Source: an optimization exercise on an open RTL-to-GDS flow (aim: small area). Production flows keep margins and buffers that such runs may drop.
The RTL was checked by simulation tests, not by an equivalence proof against the original design.
No activity file was given, so power comes from the tool's default toggle rates.

==> run F <==
==> flow/design.v (excerpt) <==
module lane_cur (
    input                    clk,
    input                    rst,
    input                    start,
    input                    run,
    input                    three,
    input                    svm,
    input                    inv_a,
    input                    inv_b,
    input             [11:0] code_a,
    input             [11:0] code_b,
    input             [11:0] offs_a,
    input             [11:0] offs_b,
    input  signed     [17:0] iref_a,
    input  signed     [17:0] iref_b,
    input             [15:0] kpc,
    input             [15:0] kic,
    input             [14:0] vlim,
    input             [16:0] period,
    input             [11:0] minon,
    input             [11:0] minoff,
    output                   done,
    output signed     [15:0] v_a,
    output signed     [15:0] v_b,
    output signed     [15:0] v_c,
    output            [16:0] w_a,
    output            [16:0] w_b,
    output            [16:0] w_c
);
==> flow/config.mk <==
export PLATFORM = sky130hd
export DESIGN_NAME = lane_cur
export DESIGN_NICKNAME = lane_cur
export VERILOG_FILES = /design/flow/design.v
export SDC_FILE = /design/flow/constraint.sdc
export NUM_CORES = 4
export LEC_CHECK = 0
export CAP_MARGIN = 20
export CORE_MARGIN = 2
export CORE_UTILIZATION = 40
export SLEW_MARGIN = 20
==> flow/constraint.sdc <==
create_clock -name core_clock -period 12.0 [get_ports {clk}]
set_input_delay 2.4000 -clock core_clock [delete_from_list [all_inputs] [get_ports {clk}]]
set_output_delay 2.4000 -clock core_clock [all_outputs]
set_load 0.01 [all_outputs]
run.sh (not shown) runs the stock make flow with config.mk's settings and CLKGATE_MAP_FILE= SYNTH_SCRIPT=/design/flow/synth_recipe.tcl, a recipe that flattens the netlist after the stock synthesis.
==> run X (differences from run F) <==
--- a/flow/design.v
+++ b/flow/design.v
@@ -52,13 +52,15 @@
             zf <= 1'b1;
         else if (p0)
             zf <= 1'b0;
     end
     wire kbit = kph ? kic[j] : kpc[j];
     wire [15:0] vl16  = {1'b0, vlim};
-    wire [15:0] nvl16 = -vl16;
+    wire [15:0] nvl16;
+    wire        nvl_co;
+    lane_cur_add #(16) u_nvl (.a(~vl16), .b(16'd0), .ci(1'b1), .s(nvl16), .co(nvl_co));
     wire        z_a, z_b, r_a, r_b, d_a, d_b, sp_a, sp_b, sn_a, sn_b;
     wire [15:0] v_ra, v_rb;
     wire [16:0] h_a, h_b;
     wire        mid, mid_d;
     lane_cur_ph ua (
         .clk(clk), .run(run), .three(three), .svm(svm), .zf(zf),
@@ -79,22 +81,26 @@
         .w1(w1), .w16(w16), .wph(wph),
         .mid(mid), .mid_d(mid_d),
         .r(r_b), .d(d_b), .v(v_rb), .h(h_b), .sp(sp_b), .sn(sn_b)
     );
     wire signed [15:0] pa = v_ra;
     wire signed [15:0] pb = v_rb;
-    wire signed [16:0] ssum = pa + pb;
-    wire signed [17:0] t1s  = pa + 2 * pb;
-    wire signed [17:0] t2s  = 2 * pa + pb;
-    wire               t1   = t1s <= 18'sd0;
-    wire               t2   = t2s <= 18'sd0;
-    wire               sge  = ~ssum[16];
-    reg  [1:0]         selc;    
+    wire        s_co, ab_co, t1_co, t2_co;
+    wire [17:0] t1s, t2s;
+    lane_cur_cry #(15) u_ss (.a(pa[14:0]), .b(pb[14:0]), .ci(1'b0), .co(s_co));
+    wire        sge = ~(pa[15] ^ pb[15] ^ s_co);
+    lane_cur_cry #(15) u_ab (.a(pa[14:0]), .b(~pb[14:0]), .ci(pa[15]), .co(ab_co));
+    wire        asel = ~(ab_co ^ pa[15]);
+    lane_cur_add #(18) u_t1 (.a({{2{pa[15]}}, pa}), .b({pb[15], pb, 1'b0}), .ci(1'b0), .s(t1s), .co(t1_co));
+    lane_cur_add #(18) u_t2 (.a({pa[15], pa, 1'b0}), .b({{2{pb[15]}}, pb}), .ci(1'b0), .s(t2s), .co(t2_co));
+    wire        t1 = t1s[17] | (t1s == 18'd0);
+    wire        t2 = t2s[17] | (t2s == 18'd0);
+    reg  [1:0]  selc;    
     always @(*) begin
         if (pa[15] == pb[15])
-            selc = (pa[15] ? (pa >= pb) : (pa <= pb)) ? 2'd0 : 2'd1;
+            selc = asel ? 2'd0 : 2'd1;
         else if (!pa[15])
             selc = sge ? (t1 ? 2'd2 : 2'd1) : (t2 ? 2'd0 : 2'd2);
         else
             selc = sge ? (t2 ? 2'd2 : 2'd0) : (t1 ? 2'd1 : 2'd2);
     end
     reg [1:0] sel;
@@ -124,43 +130,55 @@
         sp_c  <= w16 & three & ~y17_c & (y16_c | z_c);
         sn_c  <= w16 & three & y17_c & ~(y16_c & z_c & ~lz_c);
     end
     reg  [16:0] h_c;
     reg  [15:0] v_rc;
     wire [16:0] hc_in = w0 ? 17'd0 : h_c;
-    wire [17:0] tc    = hc_in + (bm_c ? period : 17'd0);
+    wire [17:0] tc;
+    lane_cur_add #(17) u_tc (.a(hc_in), .b(bm_c ? period : 17'd0), .ci(1'b0), .s(tc[16:0]), .co(tc[17]));
     always @(posedge clk) begin
         h_c  <= tc[17:1];
         v_rc <= {three & z_c, v_rc[15:1]};
     end
-    wire [16:0] pm    = period - {5'd0, minoff};
-    wire        dlt   = period > 17'd65536;
-    wire [16:0] psp   = ({5'd0, minoff} > {16'd0, dlt}) ? pm
-                                                       : period - 17'd1 - {16'd0, dlt};
+    wire [16:0] pm, pdec;
+    wire        pm_co, pdec_co;
+    lane_cur_add #(17) u_pm (.a(period), .b(~{5'd0, minoff}), .ci(1'b1), .s(pm), .co(pm_co));
+    wire        dlt   = period[16] & (period[15:0] != 16'd0);
+    lane_cur_add #(17) u_pd (.a(period), .b({16'h ffff, ~dlt}), .ci(1'b0), .s(pdec), .co(pdec_co));
+    wire        mo_gt = (minoff[11:1] != 11'd0) | (minoff[0] & ~dlt);
+    wire [16:0] psp   = mo_gt ? pm : pdec;
     wire        snb   = period[16] & (minon[11:1] == 11'd0);
-    function automatic [16:0] lim(input [16:0] w, input sp, input sn);
+    wire        lo_a, lo_b, lo_c, hi_a, hi_b, hi_c;
+    lane_cur_cry #(12) u_loa (.a(h_a[11:0]), .b(~minon), .ci(1'b1), .co(lo_a));
+    lane_cur_cry #(12) u_lob (.a(h_b[11:0]), .b(~minon), .ci(1'b1), .co(lo_b));
+    lane_cur_cry #(12) u_loc (.a(h_c[11:0]), .b(~minon), .ci(1'b1), .co(lo_c));
+    lane_cur_cry #(17) u_hia (.a(h_a), .b(~pm), .ci(1'b0), .co(hi_a));
+    lane_cur_cry #(17) u_hib (.a(h_b), .b(~pm), .ci(1'b0), .co(hi_b));
+    lane_cur_cry #(17) u_hic (.a(h_c), .b(~pm), .ci(1'b0), .co(hi_c));
+    function automatic [16:0] lim(input [16:0] w, input lo, input hi,
+                                  input sp, input sn);
         if (sp)
             lim = psp;
         else if (sn)
             lim = {16'd0, snb};
-        else if (w < {5'd0, minon})
+        else if (~lo & (w[16:12] == 5'd0))
             lim = 17'd0;
-        else if (w > pm)
+        else if (hi)
             lim = pm;
         else
             lim = w;
     endfunction
     function automatic [15:0] vsat(input [15:0] v, input sp, input sn);
         vsat = sp ? 16'h7FFF : sn ? 16'h8001 : v;
     endfunction
     assign v_a = vsat(v_ra, sp_a, sn_a);
     assign v_b = vsat(v_rb, sp_b, sn_b);
     assign v_c = vsat(v_rc, sp_c, sn_c);
-    assign w_a = lim(h_a, sp_a, sn_a);
-    assign w_b = lim(h_b, sp_b, sn_b);
-    assign w_c = lim(h_c, sp_c, sn_c);
+    assign w_a = lim(h_a, lo_a, hi_a, sp_a, sn_a);
+    assign w_b = lim(h_b, lo_b, hi_b, sp_b, sn_b);
+    assign w_c = lim(h_c, lo_c, hi_c, sp_c, sn_c);
 endmodule
 module lane_cur_ph (
     input                clk,
     input                run,
     input                three,
     input                svm,
@@ -189,24 +207,31 @@
     output reg           d,
     output reg    [15:0] v,
     output        [16:0] h,
     output reg           sp,
     output reg           sn
 );
-    wire signed [12:0] di = $signed({1'b0, code}) - $signed({1'b0, offs});
-    wire signed [18:0] e  = inv ? iref + di : iref - di;
+    wire [11:0] dis;
+    wire        dco;
+    lane_cur_add #(12) u_di (.a(code), .b(~offs), .ci(1'b1), .s(dis), .co(dco));
+    wire [12:0] di = {~dco, dis};
+    wire [12:0] dx = di ^ {13{~inv}};
+    wire [18:0] e;
+    wire        eco;
+    lane_cur_add #(19) u_e (.a({iref[17], iref}), .b({{6{dx[12]}}, dx}), .ci(~inv), .s(e), .co(eco));
     reg  signed [23:0] hr;      
     reg         [23:0] ii;      
     assign h = hr[16:0];
-    wire signed [26:0] zv  = {hr[18:0], v[15:8]};
-    wire signed [26:0] vlz = {12'd0, vlim};
-    wire        zgt  = zv > vlz;
-    wire        zeq  = zv == vlz;
-    wire        zlt  = zv < -vlz;
-    wire        sh   = zgt | (p0 & zeq & (v[7:0] != 8'd0));
-    wire        sl   = zlt;
+    wire [26:0] zv   = {hr[18:0], v[15:8]};
+    wire        zhz  = (zv[25:15] == 11'd0);
+    wire        zho  = (zv[25:15] == 11'h7ff);
+    wire        gco, lco;
+    lane_cur_cry #(15) u_gt (.a(zv[14:0]), .b(~vlim), .ci(p0 & (v[7:0] != 8'd0)), .co(gco));
+    lane_cur_cry #(15) u_lt (.a(zv[14:0]), .b(vlim), .ci(1'b0), .co(lco));
+    wire        sh   = ~zv[26] & (~zhz | gco);
+    wire        sl   = zv[26] & (~zho | ~lco);
     wire [23:0] inew = ~run ? 24'd0 : sh ? {vl16, 8'd0} : sl ? {nvl16, 8'd0}
                                          : {hr[7:0], v[15:0]};
     wire        inj  = c0 | p0 | w0;
     wire [23:0] x24  = c0 ? (zf ? 24'd0 : ii) : p0 ? inew : 24'd0;
     wire signed [24:0] hin = inj ? {x24[23], x24} : {hr[23], hr};
     wire pi  = kph | pph;
@@ -220,13 +245,15 @@
     wire y16  = r ^ mm ^ cy17;
     wire cy18 = (r & mm) | (r & cy17) | (mm & cy17);
     wire y17  = r ^ mm ^ cy18;
     wire bm   = wph & ~w0 & (z ^ w16);
     wire signed [24:0] op2 = pi ? (kbit ? {{6{e[18]}}, e} : 25'sd0)
                                 : (bm ? {8'd0, period} : 25'sd0);
-    wire signed [24:0] t   = hin + op2;
+    wire [24:0] t;
+    wire        tco;
+    lane_cur_add #(25) u_t (.a(hin), .b(op2), .ci(1'b0), .s(t), .co(tco));
     always @(posedge clk) begin
         hr <= t[24:1];
         if (vcl)
             v <= ~run ? 16'd0 : sh ? vl16 : sl ? nvl16 : zv[15:0];
         else
             v <= {wph ? (three ? z : v[0]) : t[0], v[15:1]};
@@ -237,6 +264,41 @@
         cy <= cy17;
         lz <= w0 | (lz & ~z);
         sp <= w16 & three & ~y17 & (y16 | z);
         sn <= w16 & three & y17 & ~(y16 & z & ~lz);
     end
 endmodule
+module lane_cur_add #(parameter W = 8) (
+    input  [W-1:0] a,
+    input  [W-1:0] b,
+    input          ci,
+    output [W-1:0] s,
+    output         co
+);
+    wire [W:0] c;
+    assign c[0] = ci;
+    genvar i;
+    generate
+        for (i = 0; i < W; i = i + 1) begin : g
+            wire p = a[i] ^ b[i];
+            assign s[i]   = p ^ c[i];
+            assign c[i+1] = (a[i] & b[i]) | (p & c[i]);
+        end
+    endgenerate
+    assign co = c[W];
+endmodule
+module lane_cur_cry #(parameter W = 8) (
+    input  [W-1:0] a,
+    input  [W-1:0] b,
+    input          ci,
+    output         co
+);
+    wire [W:0] c;
+    assign c[0] = ci;
+    genvar i;
+    generate
+        for (i = 0; i < W; i = i + 1) begin : g
+            assign c[i+1] = (a[i] & b[i]) | ((a[i] | b[i]) & c[i]);
+        end
+    endgenerate
+    assign co = c[W];
+endmodule
==> flow_metrics.py <==
metrics = {
    "run_status": {
        "outcome": "finished clean",
    },
    "timing": {
        "max_freq_mhz": 93.0,
        "worst_pin_slew_ps": 1210,
    },
    "critical_path": {
        "crit_end": "w_b[12]",
    },
    "final_layout": {
        "drive_gt1_share_pct": 4.27,
        "multi_input_area_sq_um": 17800,
        "fin_util_pct": 48.0,
        "layout_common_cells": "377 x ha_1, 279 x clkdlybuf4s50_1, 258 x nor2_1, 233 x inv_1, 211 x a21oi_1",
    },
    "yosys": {
        "avgSynthCellArea_sq_um": 7.95,
        "synth_top_family_by_area": "compound AO/OA/AOI/OAI gates",
        "synthesis.area_sq_um": 23300,
    },
    "detailed_routing": {
        "wl_mm": 94.6,
    },
    "power": {
        "ir_drop_v": 0.000120,
    },
}
# the run above: run F

==> flow_metrics.py <==
metrics = {
    "run_status": {
        "outcome": "failed layout checks",
        "failed_checks": "setup timing",
    },
    "power": {
        "seq_power_share_pct": 25.3,
        "switchingPower_mw": 2.13,
    },
    "detailed_routing": {
        "wl_met2_mm": 31.9,
        "wl_mm": 67.6,
    },
    "timing": {
        "worst_pin_slew_ps": 1050,
        "fin_ws_ps": -118,
        "setup_violations": 2,
        "max_freq_mhz": 82.5,
    },
    "final_layout": {
        "drive_gt1_share_pct": 23.2,
        "fin_util_pct": 53.7,
    },
    "yosys": {
        "synth_adder_area_share_pct": 25.6,
        "synth_top_family_by_area": "adder cells",
        "synthesis.area_sq_um": 17200,
    },
    "worst_hold_path": {
        "hp-class": "register to register",
    },
    "critical_path": {
        "crit_end": "ua.hr[22]",
    },
}
# the run above: run X

port drivers added, routing unchanged:
The flow's constraints put no driver on any port. The routed layouts listed below were extracted and timed again, unchanged, in two steps.
Step 1, drivers: a clkbuf_16 drives clk and a buf_2 each remaining input, both assumed.
Step 2 moves the port delays by t, midway between the first and last clock arrival at a register: inputs arrive t later, outputs are due t later. That takes back most of the time a late clock gives input paths.
Three values: no drivers, after step 1, after step 2; two values: the first two.
run | t, ns | setup slack, ns | hold slack, ns | worst register clock-pin slew, ns
run F | 0.517 | 1.252 / 1.225 / 1.225 | 0.350 / 0.350 / 0.350 | 0.08 / 0.08
run X | 0.524 | -0.118 / -0.094 / -0.618 | 0.351 / 0.351 / 0.351 | 0.08 / 0.08
The setup slack of run X, which loses most, moves by +0.024 ns with the drivers and by -0.500 ns with both steps.
